Context: an optimization exercise on an open-source flow, tuned for small area and a short achievable clock period. The choices shown serve that exercise and are no tape-out recipe. At most, simulation tests tie the RTL to the original design; equivalence was not proved. Power and IR drop assume default switching activity.

// red_combine
module red_combine (
    input  wire        clk,
    input  wire        rst,
    input  wire        in_valid,
    input  wire [31:0] in_a,
    input  wire [31:0] in_b,
    input  wire [1:0]  in_op,
    input  wire [1:0]  in_rmode,
    input  wire [15:0] in_rand,
    output reg         out_valid,
    output reg  [31:0] out_res
);
    wire a_e0   = ~|in_a[30:23];
    wire b_e0   = ~|in_b[30:23];
    wire a_emax = &in_a[30:23];
    wire b_emax = &in_b[30:23];
    wire a_mz   = ~|in_a[22:0];
    wire b_mz   = ~|in_b[22:0];
    wire a_nan  = a_emax & ~a_mz;
    wire b_nan  = b_emax & ~b_mz;
    wire a_inf  = a_emax & a_mz;
    wire b_inf  = b_emax & b_mz;
    wire sa = in_a[31];
    wire sb = in_b[31];
    wire is_mm  = in_op[0] ^ in_op[1];
    wire is_max = in_op[1];
    wire zero_small = ~is_mm & (a_inf | b_inf);
    wire e_lt;                                      
    gt_t #(8) u_ge (.a(in_b[30:23]), .b(in_a[30:23]), .gt(e_lt));
    wire m_gt;                                      
    gt_t #(23) u_gm (.a(in_b[22:0]), .b(in_a[22:0]), .gt(m_gt));
    wire e_eq = (in_a[30:23] == in_b[30:23]);
    wire pick_a_mm = b_nan | (~a_nan & (sa ^ is_max ^ (e_lt & ~(sa ^ sb))));
    wire sel_b = is_mm ? ~pick_a_mm : e_lt;
    wire [6:0] r_ab = {1'b0, in_a[28:23]} - {1'b0, in_b[28:23]};
    wire [6:0] r_ba = {1'b0, in_b[28:23]} - {1'b0, in_a[28:23]};
    wire [5:0] d_ab = a_e0 ? 6'd0 : b_e0 ? in_a[28:23] - 6'd1 : r_ab[5:0];
    wire [5:0] d_ba = b_e0 ? 6'd0 : a_e0 ? in_b[28:23] - 6'd1 : r_ba[5:0];
    wire [1:0] ha = in_a[30:29];
    wire [1:0] hb = in_b[30:29];
    wire ge_ab = ~a_e0 & (b_e0 ? (ha[1] | (ha[0] & |in_a[28:23]))
                                : ((ha == hb + 2'd1) & ~r_ab[6]) | ({1'b0, ha} >= {1'b0, hb} + 3'd2));
    wire ge_ba = ~b_e0 & (a_e0 ? (hb[1] | (hb[0] & |in_b[28:23]))
                                : ((hb == ha + 2'd1) & ~r_ba[6]) | ({1'b0, hb} >= {1'b0, ha} + 3'd2));
    reg        v1;
    reg [31:0] a1, b1;
  ...
clock: 32.0 ns
lec_check: 0
abc_area: 1
cap_margin: 20
core_margin: 2
core_utilization: 60
cts_buf_list: sky130_fd_sc_hd__clkbuf_16
cts_cluster_diameter: 100
cts_cluster_size: 30
slew_margin: 20
tns_end_percent: 30
standard.sh (not shown) runs the stock make flow with config.mk's settings and CLKGATE_MAP_FILE= SYNTH_SCRIPT=/design/flow/synth_recipe.tcl, a recipe that flattens the netlist after the stock synthesis.
==> flow/flow/run.sh <==
#!/bin/bash
# The standard ORFS layout (standard.sh, standard synthesis unchanged) with two changes
# to how the layout is made; the clock, its period and the constraints stay the design's:
#  - repair_timing is asked for extra setup slack (flow/setup_margin, in ns), so that it
#    sizes and buffers the logic for a shorter period than the constraint's;
#  - port buffers (every input and output still gets one) use flow/port_buffer.
set -euo pipefail
MARGIN=$(cat flow/setup_margin)
PBUF=$(cat flow/port_buffer)
sed "s|CLKGATE_MAP_FILE= |CLKGATE_MAP_FILE= SETUP_SLACK_MARGIN=$MARGIN 'BUFFER_PORTS_ARGS=-buffer_cell $PBUF' |" \
    standard.sh > standard_tuned.sh
bash standard_tuned.sh > flow_make.log 2>&1
==> flow/flow/port_buffer <==
sky130_fd_sc_hd__buf_1
==> flow/flow/setup_margin <==
24.4
The first run went through all stages and came out clean.
Rerun with:
==> flow/flow/setup_margin (replaced) <==
24.2
CTS_CLUSTER_DIAMETER = 200   (was 100)
TNS_END_PERCENT = not set   (was 30)
Result: The changed run ran to the end with no violations. Area after synthesis stays the same. Combinational power fell by about 2%. Hold slack improves by 0.023 ns. Wire length fell by about 1.6%. Power fell by 2.2%. Fmax barely changes. Setup slack degrades by 0.011 ns. Non-clock buffer count fell by 14. Flip-flop and latch count stays the same. Global-route usage fell by 0.39 points. Sequential share of layout area rose by 0.31 points.

* * *

Setup of job 2556:
red_combine again, from the RTL that the note above started with.
## red_combine
module red_combine (
    input  wire        clk,
    input  wire        rst,
    input  wire        in_valid,
    input  wire [31:0] in_a,
    input  wire [31:0] in_b,
    input  wire [1:0]  in_op,
    input  wire [1:0]  in_rmode,
    input  wire [15:0] in_rand,
    output reg         out_valid,
    output reg  [31:0] out_res
);
export LEC_CHECK = 0
export ABC_AREA = 1
export CAP_MARGIN = 20
export CORE_MARGIN = 2
export CORE_UTILIZATION = 60
export CTS_BUF_LIST = sky130_fd_sc_hd__clkbuf_16
export CTS_CLUSTER_DIAMETER = 100
export CTS_CLUSTER_SIZE = 30
export SLEW_MARGIN = 20
create_clock -name core_clock -period 32.0 [get_ports {clk}]
==> flow/flow/setup_margin <==
23.9
Scripts as last shown in full above: flow/flow/run.sh, flow/flow/port_buffer
What job 6173 does differently from job 2556 at the input level:
Settings: CTS_BUF_LIST: sky130_fd_sc_hd__clkbuf_16 -> unset; CTS_CLUSTER_SIZE: 30 -> unset; CTS_CLUSTER_DIAMETER: 100 -> unset.
==> flow/flow/port_buffer <==
sky130_fd_sc_hd__buf_2
==> flow/flow/setup_margin <==
24.2
Findings:
Job 6173 ran to completion and came out clean on the timing, DRC and antenna checks. Job 6173 — internal power 16% higher, job 2556 as reference. Summary of job 6173 over job 2556: leakage power increased 7.6%; setup slack after layout saw an increase; arrival time reported for the critical path endpoint -0.16 ns; ratio of final minimum period to clock period has decreased.
Changes in job 3602 relative to job 6173:
Settings: PLACE_DENSITY: unset -> 0.72; CTS_BUF_LIST: unset -> sky130_fd_sc_hd__clkbuf_16; CORE_UTILIZATION: 60 -> 64; CTS_CLUSTER_DIAMETER: unset -> 100; CTS_CLUSTER_SIZE: unset -> 30.
==> flow/flow/port_buffer <==
sky130_fd_sc_hd__buf_1
Job 3602 against job 6173: critical path required time now sits lower; wire length reported by the detailed router now sits lower.
Of job 3602 and job 6173, job 3602 shows the lower count of clock-net buffers in the final layout, with job 6173 above it.
Job 3602 vs job 6173, non-clock buffer count went up by 3.4%.
Job 3602: PASS, flow complete, no timing, DRC or antenna violations
Standard cell area after detailed placement, job 3602 vs job 6173: down slightly
Going from job 6173 to job 3602, internal power summed over all cells went down; final non-filler cell area went down; via-per-instance ratio went up; clock latency on the worst-skew pair went down; transition time at the pin with the least slew margin went up.

* * *

red_combine, a different RTL version from the one above (not shown whole).
Size: ~120 I/O pins, roughly 15000 um^2 of cells after synthesis.
export LEC_CHECK = 0
export ABC_AREA = 1
export CAP_MARGIN = 20
export CORE_MARGIN = 2
export CORE_UTILIZATION = 50
export SLEW_MARGIN = 20
create_clock -name core_clock -period 32.0 [get_ports {clk}]
==> flow/flow/run.sh <==
#!/bin/bash
set -euo pipefail
MARGIN=$(cat flow/setup_margin)
sed "s|CLKGATE_MAP_FILE= |CLKGATE_MAP_FILE= SETUP_SLACK_MARGIN=$MARGIN |" standard.sh > standard_margin.sh
bash standard_margin.sh > flow_make.log 2>&1
==> flow/flow/setup_margin <==
24.5
Next try:
==> flow/flow/run.sh (replaced) <==
#!/bin/bash
# The standard ORFS layout (standard.sh, standard synthesis unchanged) with two changes
# to how the layout is made; the clock, its period and the constraints stay the design's:
#  - repair_timing is asked for extra setup slack (flow/setup_margin, in ns), so that it
#    sizes and buffers the logic for a shorter period than the constraint's;
#  - port buffers (every input and output still gets one) use flow/port_buffer.
set -euo pipefail
MARGIN=$(cat flow/setup_margin)
PBUF=$(cat flow/port_buffer)
sed "s|CLKGATE_MAP_FILE= |CLKGATE_MAP_FILE= SETUP_SLACK_MARGIN=$MARGIN 'BUFFER_PORTS_ARGS=-buffer_cell $PBUF' |" \
    standard.sh > standard_tuned.sh
bash standard_tuned.sh > flow_make.log 2>&1
==> flow/flow/port_buffer (new file) <==
sky130_fd_sc_hd__buf_2
- CORE_UTILIZATION: 50 -> 60
- CTS_BUF_LIST: default -> sky130_fd_sc_hd__clkbuf_8
- CTS_CLUSTER_SIZE: default -> 25
The changed run finished with timing, DRC and antenna clean. Die area falls by 16%. Non-clock buffer count went down by 21. Core utilization went up by 7.8 points. Via count increases by 4.2%. Setup slack got worse by 0.019 ns. Critical path depth does not change. Final area falls by 5.8%. Power decreases by 3.3%.
No run of this note included a check of the RTL's function; only the layout flow was run.

* * *

red_combine with an RTL version that a note above also has.
Size in the first run: roughly 2,300 cells after synthesis, roughly 210 flip-flops, about 120 I/O pins.
Settings: LEC_CHECK=0, ABC_AREA=1, CAP_MARGIN=20, CORE_MARGIN=2, CORE_UTILIZATION=60, SLEW_MARGIN=20; clock period 32.0 ns.
==> flow/flow/run.sh <==
#!/bin/bash
# The standard ORFS layout (standard.sh, standard synthesis unchanged) with two changes
# to how the layout is made; the clock, its period and the constraints stay the design's:
#  - repair_timing is asked for extra setup slack (flow/setup_margin, in ns), so that it
#    sizes and buffers the logic for a shorter period than the constraint's;
#  - port buffers (every input and output still gets one) use flow/port_buffer.
set -euo pipefail
MARGIN=$(cat flow/setup_margin)
PBUF=$(cat flow/port_buffer)
sed "s|CLKGATE_MAP_FILE= |CLKGATE_MAP_FILE= SETUP_SLACK_MARGIN=$MARGIN 'BUFFER_PORTS_ARGS=-buffer_cell $PBUF' |" \
    standard.sh > standard_tuned.sh
bash standard_tuned.sh > flow_make.log 2>&1
==> flow/flow/port_buffer <==
sky130_fd_sc_hd__buf_1
==> flow/flow/setup_margin <==
24.2
Edit:
- CTS_BUF_LIST: unset -> sky130_fd_sc_hd__clkbuf_16
- CTS_CLUSTER_DIAMETER: unset -> 100
- CTS_CLUSTER_SIZE: unset -> 30
Die area is unchanged. Hold slack improves by 5.4 ps. Wire length goes down by 0.65%. Non-clock buffer count is lower by 1. Sequential share of layout area grows by 0.56 points. Global-route usage shrinks by 0.18 points.

* * *

red_combine again, from the RTL that the note above started with.
## red_combine
module red_combine (
    input  wire        clk,
    input  wire        rst,
    input  wire        in_valid,
    input  wire [31:0] in_a,
    input  wire [31:0] in_b,
    input  wire [1:0]  in_op,
    input  wire [1:0]  in_rmode,
    input  wire [15:0] in_rand,
    output reg         out_valid,
    output reg  [31:0] out_res
);
    wire a_e0   = ~|in_a[30:23];
    wire b_e0   = ~|in_b[30:23];
    wire a_emax = &in_a[30:23];
    wire b_emax = &in_b[30:23];
    wire a_mz   = ~|in_a[22:0];
    wire b_mz   = ~|in_b[22:0];
    wire a_nan  = a_emax & ~a_mz;
    wire b_nan  = b_emax & ~b_mz;
    wire a_inf  = a_emax & a_mz;
    wire b_inf  = b_emax & b_mz;
    wire sa = in_a[31];
    wire sb = in_b[31];
    wire is_mm  = in_op[0] ^ in_op[1];
    wire is_max = in_op[1];
    wire zero_small = ~is_mm & (a_inf | b_inf);
    wire e_lt;                                      
    gt_t #(8) u_ge (.a(in_b[30:23]), .b(in_a[30:23]), .gt(e_lt));
    wire m_gt;                                      
    gt_t #(23) u_gm (.a(in_b[22:0]), .b(in_a[22:0]), .gt(m_gt));
    wire e_eq = (in_a[30:23] == in_b[30:23]);
    wire pick_a_mm = b_nan | (~a_nan & (sa ^ is_max ^ (e_lt & ~(sa ^ sb))));
    wire sel_b = is_mm ? ~pick_a_mm : e_lt;
    wire [6:0] r_ab = {1'b0, in_a[28:23]} - {1'b0, in_b[28:23]};
    wire [6:0] r_ba = {1'b0, in_b[28:23]} - {1'b0, in_a[28:23]};
    wire [5:0] d_ab = a_e0 ? 6'd0 : b_e0 ? in_a[28:23] - 6'd1 : r_ab[5:0];
    wire [5:0] d_ba = b_e0 ? 6'd0 : a_e0 ? in_b[28:23] - 6'd1 : r_ba[5:0];
    wire [1:0] ha = in_a[30:29];
    wire [1:0] hb = in_b[30:29];
    wire ge_ab = ~a_e0 & (b_e0 ? (ha[1] | (ha[0] & |in_a[28:23]))
                                : ((ha == hb + 2'd1) & ~r_ab[6]) | ({1'b0, ha} >= {1'b0, hb} + 3'd2));
    wire ge_ba = ~b_e0 & (a_e0 ? (hb[1] | (hb[0] & |in_b[28:23]))
                                : ((hb == ha + 2'd1) & ~r_ba[6]) | ({1'b0, hb} >= {1'b0, ha} + 3'd2));
    reg        v1;
    reg [31:0] a1, b1;
    reg        sel1;
    reg [5:0]  sh;
    reg        big, sub, zs1, zsm1, nan1, rtz1, stoc1, mgt, mmflip, mm1;
    reg [15:0] rnd1;
    always @(posedge clk) begin
        v1    <= ~rst & in_valid;
        a1    <= in_a;
        b1    <= in_b;
  ...
==> flow/config.mk <==
export PLATFORM = sky130hd
export DESIGN_NAME = red_combine
export DESIGN_NICKNAME = red_combine
export VERILOG_FILES = /design/flow/design.v
export SDC_FILE = /design/flow/constraint.sdc
export NUM_CORES = 4
export LEC_CHECK = 0
export ABC_AREA = 0
export CAP_MARGIN = 20
export CORE_MARGIN = 2
export CORE_UTILIZATION = 60
export SLEW_MARGIN = 20
==> flow/constraint.sdc <==
create_clock -name core_clock -period 32.0 [get_ports {clk}]
set_input_delay 6.4000 -clock core_clock [delete_from_list [all_inputs] [get_ports {clk}]]
set_output_delay 6.4000 -clock core_clock [all_outputs]
set_load 0.01 [all_outputs]
Scripts as last shown in full above: flow/flow/run.sh, flow/flow/port_buffer, flow/flow/setup_margin
==> next run, changes <==
--- a/flow/flow/run.sh
+++ b/flow/flow/run.sh
@@ -4,9 +4,10 @@
 #  - repair_timing is asked for extra setup slack (flow/setup_margin, in ns), so that it
 #    sizes and buffers the logic for a shorter period than the constraint's;
+#  - repair_timing does not clone gates;
 #  - port buffers (every input and output still gets one) use flow/port_buffer.
 set -euo pipefail
 MARGIN=$(cat flow/setup_margin)
 PBUF=$(cat flow/port_buffer)
-sed "s|CLKGATE_MAP_FILE= |CLKGATE_MAP_FILE= SETUP_SLACK_MARGIN=$MARGIN 'BUFFER_PORTS_ARGS=-buffer_cell $PBUF' |" \
+sed "s|CLKGATE_MAP_FILE= |CLKGATE_MAP_FILE= SETUP_SLACK_MARGIN=$MARGIN SKIP_GATE_CLONING=1 'BUFFER_PORTS_ARGS=-buffer_cell $PBUF' |" \
     standard.sh > standard_tuned.sh
 bash standard_tuned.sh > flow_make.log 2>&1
Settings changed: ABC_AREA 0 to 1, CTS_BUF_LIST set to sky130_fd_sc_hd__clkbuf_16, CTS_CLUSTER_DIAMETER set to 100, CTS_CLUSTER_SIZE set to 30.
Final area drops by 11%.
Register-to-register slack improved by 0.48 ns.
Via count goes down by 4.4%.
==> next run, changes <==
==> flow/flow/run.sh (replaced) <==
#!/bin/bash
# The standard ORFS layout (standard.sh, standard synthesis unchanged) with two changes
# to how the layout is made; the clock, its period and the constraints stay the design's:
#  - repair_timing is asked for extra setup slack (flow/setup_margin, in ns), so that it
#    sizes and buffers the logic for a shorter period than the constraint's;
#  - port buffers (every input and output still gets one) use flow/port_buffer.
set -euo pipefail
MARGIN=$(cat flow/setup_margin)
PBUF=$(cat flow/port_buffer)
sed "s|CLKGATE_MAP_FILE= |CLKGATE_MAP_FILE= SETUP_SLACK_MARGIN=$MARGIN 'BUFFER_PORTS_ARGS=-buffer_cell $PBUF' |" \
    standard.sh > standard_tuned.sh
bash standard_tuned.sh > flow_make.log 2>&1
==> flow/flow/port_buffer (replaced) <==
sky130_fd_sc_hd__buf_2
Settings changed: CTS_BUF_LIST sky130_fd_sc_hd__clkbuf_16 to sky130_fd_sc_hd__clkbuf_4 sky130_fd_sc_hd__clkbuf_8, CTS_CLUSTER_DIAMETER 100 to not set, CTS_CLUSTER_SIZE 30 to not set.
Result:
- The new run finished with timing, DRC and antenna clean
- final area climbs by 3.6%
- non-clock buffer count climbs by 9
- cell count climbs by 2.0%
- setup slack is worse by 0.065 ns
- global-route usage climbs by 0.12 points
- worst hold slack is worse by 0.014 ns
- via count climbs by 2.2%
- wire length stays flat
- sequential power hardly moves
- synthesized area stays the same
- clock-buffer cell count climbs by 41
==> next run, changes <==
==> flow/flow/port_buffer (replaced) <==
sky130_fd_sc_hd__buf_1
==> flow/flow/setup_margin (replaced) <==
24.05
Settings changed: CTS_BUF_LIST sky130_fd_sc_hd__clkbuf_4 sky130_fd_sc_hd__clkbuf_8 to sky130_fd_sc_hd__clkbuf_16, CTS_CLUSTER_DIAMETER set to 100, CTS_CLUSTER_SIZE set to 30.
Sequential power barely changes; clock power decreases by 40%; worst setup slack loses 0.054 ns; global-route usage decreases by 0.41 points; routed wire length decreases by 2.0%; count of clock-buffer cells in the layout decreases by 43; via count decreases by 1.7%; flip-flop and latch count stays the same; utilization decreases by 2.9 points.

static timing again, ports no longer ideal:
How much do the figures lean on ideal ports? The routed layouts below were timed once more, with nothing changed but the port constraints. Step 1: set_driving_cell puts a clkbuf_16 on clk and a buf_2 on each other input, an assumption about the parent block. Step 2 also shifts input and output timing later by t, the mid clock arrival at the registers, as if the neighbouring blocks saw the same clock. Slacks: no drivers / after step 1 / after step 2; pairs: no drivers / after step 1.
| run | t, ns | setup WS [ns] | hold WS [ns] | worst setup path after step 2 | worst register clock-pin slew, ns |
|---|---|---|---|---|---|
| the first run of note 1 | 0.524 | 24.272 / 24.285 / 23.762 | 0.315 / 0.315 / 0.315 | input to register | 0.11 / 0.11 |
| the second run of note 1 | 0.523 | 24.262 / 24.279 / 23.756 | 0.338 / 0.338 / 0.338 | input to register | 0.12 / 0.12 |
| job 2556 | 0.512 | 24.000 / 24.031 / 23.519 | 0.333 / 0.333 / 0.333 | input to register | 0.11 / 0.11 |
| job 6173 | 0.550 | 24.195 / 24.204 / 23.654 | 0.319 / 0.319 / 0.319 | input to register | 0.06 / 0.06 |
| job 3602 | 0.515 | 24.236 / 24.247 / 23.732 | 0.332 / 0.332 / 0.332 | input to register | 0.11 / 0.11 |
| the first run of note 3 | 0.570 | 24.112 / 24.111 / 23.541 | 0.323 / 0.323 / 0.323 | input to register | 0.07 / 0.07 |
| the second run of note 3 | 0.593 | 24.092 / 24.088 / 23.495 | 0.324 / 0.324 / 0.324 | input to register | 0.07 / 0.07 |
| the first run of note 4 | 0.552 | 24.274 / 24.299 / 23.746 | 0.324 / 0.324 / 0.324 | input to register | 0.07 / 0.07 |
| the second run of note 4 | 0.538 | 24.288 / 24.314 / 23.776 | 0.329 / 0.329 / 0.329 | input to register | 0.11 / 0.11 |
| the first run of note 5 | 0.564 | 23.961 / 23.963 / 23.399 | 0.326 / 0.326 / 0.326 | input to register | 0.06 / 0.06 |
| the second run of note 5 | 0.538 | 24.288 / 24.314 / 23.776 | 0.329 / 0.329 / 0.329 | input to register | 0.11 / 0.11 |
| the third run of note 5 | 0.568 | 24.223 / 24.230 / 23.663 | 0.315 / 0.315 / 0.315 | input to register | 0.07 / 0.07 |
| the fourth run of note 5 | 0.520 | 24.169 / 24.198 / 23.678 | 0.333 / 0.333 / 0.333 | input to register | 0.12 / 0.12 |
After both steps setup and hold are still met in every run listed. The setup slack of the second run of note 3, which loses most, moves by -0.004 ns with the drivers and by -0.597 ns with both steps.
